Background: an optimization exercise with open tools, aiming at small area and a short achievable clock period. Do not read the settings as production practice. Only simulation tests tie the RTL to the original design; equivalence was not proved.

Setup of v6:
// fadd16
module fadd16 (
    input  wire         clk,
    input  wire         rst,
    input  wire         in_valid,
    input  wire [511:0] in_terms,     
    output reg          out_valid,
    output reg  [31:0]  out_sum
);
For scale: ~8,800 cells after synthesis, about 620 flip-flops, ~550 I/O pins, ~0.060 mm² of cells after synthesis.
export LEC_CHECK = 0
export ABC_AREA = 1
export CAP_MARGIN = 20
export CORE_MARGIN = 2
export CORE_UTILIZATION = 40
export CTS_BUF_LIST = sky130_fd_sc_hd__clkbuf_4
export SLEW_MARGIN = 20
create_clock -name core_clock -period 70.0 [get_ports {clk}]
standard.sh (not shown) runs the stock make flow with config.mk's settings and CLKGATE_MAP_FILE= SYNTH_SCRIPT=/design/flow/synth_recipe.tcl, a recipe that flattens the netlist after the stock synthesis.
==> flow/flow/run.sh <==
#!/bin/bash
# Own layout flow: the standard ORFS flow, with
#  - the synthesis script flow/my_synth.tcl (synth_recipe.tcl, optionally with
#    another ABC script, flow/abc.script if present),
#  - sky130_fd_sc_hd__buf_1 as the port buffers,
#  - repair_timing aiming at a setup margin (the SDC is unchanged).
# Each tool's output goes to the ORFS logs under orfs/logs; make's own output
# to make.log here.
set -euo pipefail
W=$PWD
if [[ -f $W/flow/abc.script ]]; then export MY_ABC_SCRIPT=$W/flow/abc.script; fi
MARGIN=$(cat $W/flow/margin 2>/dev/null || echo 0)
make -C "$FLOW_HOME" DESIGN_CONFIG=$W/config.mk WORK_HOME=$W/orfs CLKGATE_MAP_FILE= \
    SYNTH_SCRIPT=$W/flow/my_synth.tcl \
    BUFFER_PORTS_ARGS="-buffer_cell sky130_fd_sc_hd__buf_1" \
    SETUP_SLACK_MARGIN=$MARGIN \
    finish > $W/make.log 2>&1
R=$W/orfs/results/$FLOW_PLATFORM/fadd16/base
: # left out here: write the final layout as DEF
==> flow/flow/margin <==
54
==> flow/flow/my_synth.tcl <==
proc synth {args} { yosys synth -nofsm -noshare {*}$args }
proc abc {args} {
  set i [lsearch -exact $args -script]
  if { $i >= 0 && [info exists ::env(MY_ABC_SCRIPT)] } {
    set args [lreplace $args [expr {$i + 1}] [expr {$i + 1}] $::env(MY_ABC_SCRIPT)]
  }
  puts "my abc: $args"
  yosys abc {*}$args
}
source $::env(SCRIPTS_DIR)/synth.tcl
# left out here: clear keep_hierarchy, flatten, clean up, hide names made inside functions, write 1_2_yosys.v
v6 | stages: all done | timing, DRC, antenna: all pass
What v7 does differently from v6 at the input level:
==> flow/run.sh (new file) <==
#!/bin/bash
# synth_recipe.tcl (not shown) runs the flow's synth.tcl, then flattens the netlist and writes it again
# the make line also repeats each setting of config.mk as NAME=value (left out here)
make -C /OpenROAD-flow-scripts/flow DESIGN_CONFIG=/design/flow/config.mk WORK_HOME=/design/flow/orfs CLKGATE_MAP_FILE= SYNTH_SCRIPT=/design/flow/synth_recipe.tcl finish
removed: flow/flow/run.sh
removed: flow/flow/margin
removed: flow/flow/my_synth.tcl
removed: flow/standard.sh
### Flow results
Post-synthesis compound-gate area fraction came out exactly the same in v7 and v6. Area growth from synthesis to layout (higher): v7. Going from v6 to v7, first-iteration DRC count dropped about 13%, smallest setup slack after layout shows a reduction of 5390 ps.

---

fadd16, a different RTL version from the one above (not shown whole).
For scale: ~52000 µm² of cells after synthesis.
export LEC_CHECK = 0
export ABC_AREA = 1
export CAP_MARGIN = 20
export CORE_MARGIN = 2
export CORE_UTILIZATION = 40
export SLEW_MARGIN = 20
create_clock -name core_clock -period 70.0 [get_ports {clk}]
==> flow/flow/run.sh <==
#!/bin/bash
# Own layout flow: the standard ORFS flow, with
#  - the synthesis script flow/my_synth.tcl (synth_recipe.tcl, optionally with
#    another ABC script, flow/abc.script if present), and without the
#    generic ABC pass inside Yosys's synth (SYNTH_ARGS=-noabc),
#  - sky130_fd_sc_hd__buf_1 as the port buffers,
#  - repair_timing aiming at a setup margin (the SDC is unchanged),
#  - a clock tree of clkbuf_8/16 with no dummy loads.
# Each tool's output goes to the ORFS logs under orfs/logs; make's own output
# to make.log here.
set -euo pipefail
W=$PWD
if [[ -f $W/flow/abc.script ]]; then export MY_ABC_SCRIPT=$W/flow/abc.script; fi
MARGIN=$(cat $W/flow/margin 2>/dev/null || echo 0)
make -C "$FLOW_HOME" DESIGN_CONFIG=$W/config.mk WORK_HOME=$W/orfs CLKGATE_MAP_FILE= \
    SYNTH_SCRIPT=$W/flow/my_synth.tcl SYNTH_ARGS=-noabc \
    BUFFER_PORTS_ARGS="-buffer_cell sky130_fd_sc_hd__buf_1" \
    SETUP_SLACK_MARGIN=$MARGIN \
    CTS_ARGS="-sink_clustering_enable -repair_clock_nets -dont_use_dummy_load -buf_list {sky130_fd_sc_hd__clkbuf_8 sky130_fd_sc_hd__clkbuf_16} -sink_clustering_size 12 -sink_clustering_max_diameter 60" \
    finish > $W/make.log 2>&1
R=$W/orfs/results/$FLOW_PLATFORM/fadd16/base
: # left out here: write the final layout as DEF
==> flow/flow/abc.script <==
strash
dch
amap
==> flow/flow/margin <==
55
==> flow/flow/my_synth.tcl <==
proc synth {args} { yosys synth -nofsm -noshare {*}$args }
proc abc {args} {
  set i [lsearch -exact $args -script]
  if { $i >= 0 && [info exists ::env(MY_ABC_SCRIPT)] } {
    set args [lreplace $args [expr {$i + 1}] [expr {$i + 1}] $::env(MY_ABC_SCRIPT)]
  }
  puts "my abc: $args"
  yosys abc {*}$args
}
source $::env(SCRIPTS_DIR)/synth.tcl
# left out here: clear keep_hierarchy, flatten, clean up, hide names made inside functions, write 1_2_yosys.v
==> next run, changes <==
--- a/flow/flow/run.sh
+++ b/flow/flow/run.sh
@@ -18,3 +18,3 @@
     SETUP_SLACK_MARGIN=$MARGIN \
-    CTS_ARGS="-sink_clustering_enable -repair_clock_nets -dont_use_dummy_load -buf_list {sky130_fd_sc_hd__clkbuf_8 sky130_fd_sc_hd__clkbuf_16} -sink_clustering_size 12 -sink_clustering_max_diameter 60" \
+    CTS_ARGS="-sink_clustering_enable -repair_clock_nets -dont_use_dummy_load -buf_list {sky130_fd_sc_hd__clkbuf_8 sky130_fd_sc_hd__clkbuf_16} -sink_clustering_size 24 -sink_clustering_max_diameter 80" \
     finish > $W/make.log 2>&1
The new run produced a clean layout.
Non-clock buffer count drops by 3.
Die area stays the same.
Critical path depth does not change.
Global-route usage drops by 0.24 points.
Synthesized area does not change.
Worst hold slack barely changes.
First-iteration DRC count climbs by 1.1%.
Routed wire length drops by 0.48%.

---

fadd16, a different RTL version from the one above (not shown whole).
For scale: about 6400 cells after synthesis, roughly 650 flip-flops, about 0.052 mm^2 of cells after synthesis.
export LEC_CHECK = 0
export ABC_AREA = 1
export CAP_MARGIN = 20
export CORE_MARGIN = 2
export CORE_UTILIZATION = 55
export SLEW_MARGIN = 20
create_clock -name core_clock -period 70.0 [get_ports {clk}]
==> flow/flow/run.sh <==
#!/bin/bash
# Own layout flow: the standard ORFS flow, with
#  - the synthesis script flow/my_synth.tcl (synth_recipe.tcl, optionally with
#    another ABC script, flow/abc.script if present), and without the
#    generic ABC pass inside Yosys's synth (SYNTH_ARGS=-noabc),
#  - sky130_fd_sc_hd__buf_1 as the port buffers,
#  - repair_timing aiming at a setup margin (the SDC is unchanged),
#  - a clock tree of clkbuf_8 with no dummy loads.
# Each tool's output goes to the ORFS logs under orfs/logs; make's own output
# to make.log here.
set -euo pipefail
W=$PWD
if [[ -f $W/flow/abc.script ]]; then export MY_ABC_SCRIPT=$W/flow/abc.script; fi
MARGIN=$(cat $W/flow/margin 2>/dev/null || echo 0)
make -C "$FLOW_HOME" DESIGN_CONFIG=$W/config.mk WORK_HOME=$W/orfs CLKGATE_MAP_FILE= \
    SYNTH_SCRIPT=$W/flow/my_synth.tcl SYNTH_ARGS=-noabc \
    BUFFER_PORTS_ARGS="-buffer_cell sky130_fd_sc_hd__buf_1" \
    SETUP_SLACK_MARGIN=$MARGIN \
    CTS_ARGS="-sink_clustering_enable -repair_clock_nets -dont_use_dummy_load -buf_list {sky130_fd_sc_hd__clkbuf_8} -sink_clustering_size 14 -sink_clustering_max_diameter 50" \
    finish > $W/make.log 2>&1
R=$W/orfs/results/$FLOW_PLATFORM/fadd16/base
: # left out here: write the final layout as DEF
Scripts as last shown in full above: flow/flow/abc.script, flow/flow/margin, flow/flow/my_synth.tcl
The baseline ran to the end with no violations.
Change:
--- a/flow/flow/run.sh
+++ b/flow/flow/run.sh
@@ -6,5 +6,5 @@
 #  - sky130_fd_sc_hd__buf_1 as the port buffers,
 #  - repair_timing aiming at a setup margin (the SDC is unchanged),
-#  - a clock tree of clkbuf_8 with no dummy loads.
+#  - a clock tree of clkbuf_8/16 with no dummy loads.
 # Each tool's output goes to the ORFS logs under orfs/logs; make's own output
 # to make.log here.
@@ -17,5 +17,5 @@
     BUFFER_PORTS_ARGS="-buffer_cell sky130_fd_sc_hd__buf_1" \
     SETUP_SLACK_MARGIN=$MARGIN \
-    CTS_ARGS="-sink_clustering_enable -repair_clock_nets -dont_use_dummy_load -buf_list {sky130_fd_sc_hd__clkbuf_8} -sink_clustering_size 14 -sink_clustering_max_diameter 50" \
+    CTS_ARGS="-sink_clustering_enable -repair_clock_nets -dont_use_dummy_load -buf_list {sky130_fd_sc_hd__clkbuf_8 sky130_fd_sc_hd__clkbuf_16} -sink_clustering_size 12 -sink_clustering_max_diameter 60" \
     finish > $W/make.log 2>&1
 R=$W/orfs/results/$FLOW_PLATFORM/fadd16/base
Outcome: Clock skew falls by 0.083 ns. Worst hold slack loses 0.0044 ns. Register-to-register slack loses 0.03 ns. Final area rises by 1.3%. Worst setup slack gains 0.15 ns. Cell count stays flat. Count of clock-buffer cells in the layout falls by 3.
Change:
--- a/flow/flow/run.sh
+++ b/flow/flow/run.sh
@@ -6,5 +6,5 @@
 #  - sky130_fd_sc_hd__buf_1 as the port buffers,
 #  - repair_timing aiming at a setup margin (the SDC is unchanged),
-#  - a clock tree of clkbuf_8/16 with no dummy loads.
+#  - a clock tree of clkbuf_16 with no dummy loads.
 # Each tool's output goes to the ORFS logs under orfs/logs; make's own output
 # to make.log here.
@@ -17,5 +17,5 @@
     BUFFER_PORTS_ARGS="-buffer_cell sky130_fd_sc_hd__buf_1" \
     SETUP_SLACK_MARGIN=$MARGIN \
-    CTS_ARGS="-sink_clustering_enable -repair_clock_nets -dont_use_dummy_load -buf_list {sky130_fd_sc_hd__clkbuf_8 sky130_fd_sc_hd__clkbuf_16} -sink_clustering_size 12 -sink_clustering_max_diameter 60" \
+    CTS_ARGS="-sink_clustering_enable -repair_clock_nets -dont_use_dummy_load -buf_list {sky130_fd_sc_hd__clkbuf_16} -sink_clustering_size 24 -sink_clustering_max_diameter 80" \
     finish > $W/make.log 2>&1
 R=$W/orfs/results/$FLOW_PLATFORM/fadd16/base
- CORE_UTILIZATION: 55 -> 65
Utilization came out higher by 10 points.
Design area came out lower slightly.
Change:
--- a/flow/flow/run.sh
+++ b/flow/flow/run.sh
@@ -17,5 +17,5 @@
     BUFFER_PORTS_ARGS="-buffer_cell sky130_fd_sc_hd__buf_1" \
     SETUP_SLACK_MARGIN=$MARGIN \
-    CTS_ARGS="-sink_clustering_enable -repair_clock_nets -dont_use_dummy_load -buf_list {sky130_fd_sc_hd__clkbuf_16} -sink_clustering_size 24 -sink_clustering_max_diameter 80" \
+    CTS_ARGS="-sink_clustering_enable -repair_clock_nets -dont_use_dummy_load -buf_list {sky130_fd_sc_hd__clkbuf_16} -sink_clustering_size 30 -sink_clustering_max_diameter 60" \
     finish > $W/make.log 2>&1
 R=$W/orfs/results/$FLOW_PLATFORM/fadd16/base
- CORE_UTILIZATION: 65 -> 55
Global-route usage decreases by 8.6 points.
Critical path depth does not change.
Count of clock-buffer cells in the layout goes up by 8.
Register-to-register slack is better by 0.18 ns.
Sequential cell count is unchanged.
Routed wire length goes down by 2.6%.
Utilization came out lower by 11 points.
Final area hardly moves.
Change:
--- a/flow/flow/run.sh
+++ b/flow/flow/run.sh
@@ -17,5 +17,5 @@
     BUFFER_PORTS_ARGS="-buffer_cell sky130_fd_sc_hd__buf_1" \
     SETUP_SLACK_MARGIN=$MARGIN \
-    CTS_ARGS="-sink_clustering_enable -repair_clock_nets -dont_use_dummy_load -buf_list {sky130_fd_sc_hd__clkbuf_16} -sink_clustering_size 30 -sink_clustering_max_diameter 60" \
+    CTS_ARGS="-sink_clustering_enable -repair_clock_nets -dont_use_dummy_load -buf_list {sky130_fd_sc_hd__clkbuf_16} -sink_clustering_size 30 -sink_clustering_max_diameter 80" \
     finish > $W/make.log 2>&1
 R=$W/orfs/results/$FLOW_PLATFORM/fadd16/base
Outcome: Routed wire length hardly moves. Via count is about the same. Non-clock buffer count is unchanged. Critical path depth does not change. First-iteration DRC count shrinks slightly. Setup slack is better by 0.051 ns. Clock-buffer cell count falls by 13.

-- re-timing with driven ports --
How much do the figures lean on ideal ports? The routed layouts below were timed once more, with nothing changed but the port constraints.
Step 1: set_driving_cell puts a clkbuf_16 on clk and a buf_2 on each other input, an assumption about the parent block.
Step 2 moves the port delays by t, midway between the first and last clock arrival at a register: inputs arrive t later, outputs are due t later. That takes back most of the time a late clock gives input paths.
a / b / c = ideal ports / drivers / drivers and shift; a / b = the first two.
run | shift t [ns] | setup slack, ns | cell pins on the clock port's net
v6 | 1.306 | 54.306 / 54.253 / 54.306 | 1
v7 | 1.260 | 48.916 / 48.916 / 48.916 | 1
the first run of note 2 | 0.744 | 54.877 / 54.793 / 55.288 | 1
the second run of note 2 | 0.713 | 54.913 / 54.830 / 55.344 | 1
the first run of note 3 | 0.831 | 54.748 / 54.670 / 55.158 | 1
the second run of note 3 | 0.717 | 54.893 / 54.815 / 55.127 | 1
the third run of note 3 | 0.703 | 54.876 / 54.799 / 54.983 | 1
the fourth run of note 3 | 0.724 | 54.856 / 54.780 / 55.157 | 1
the fifth run of note 3 | 0.699 | 54.907 / 54.830 / 55.420 | 1
After both steps setup and hold are still met in every run listed.
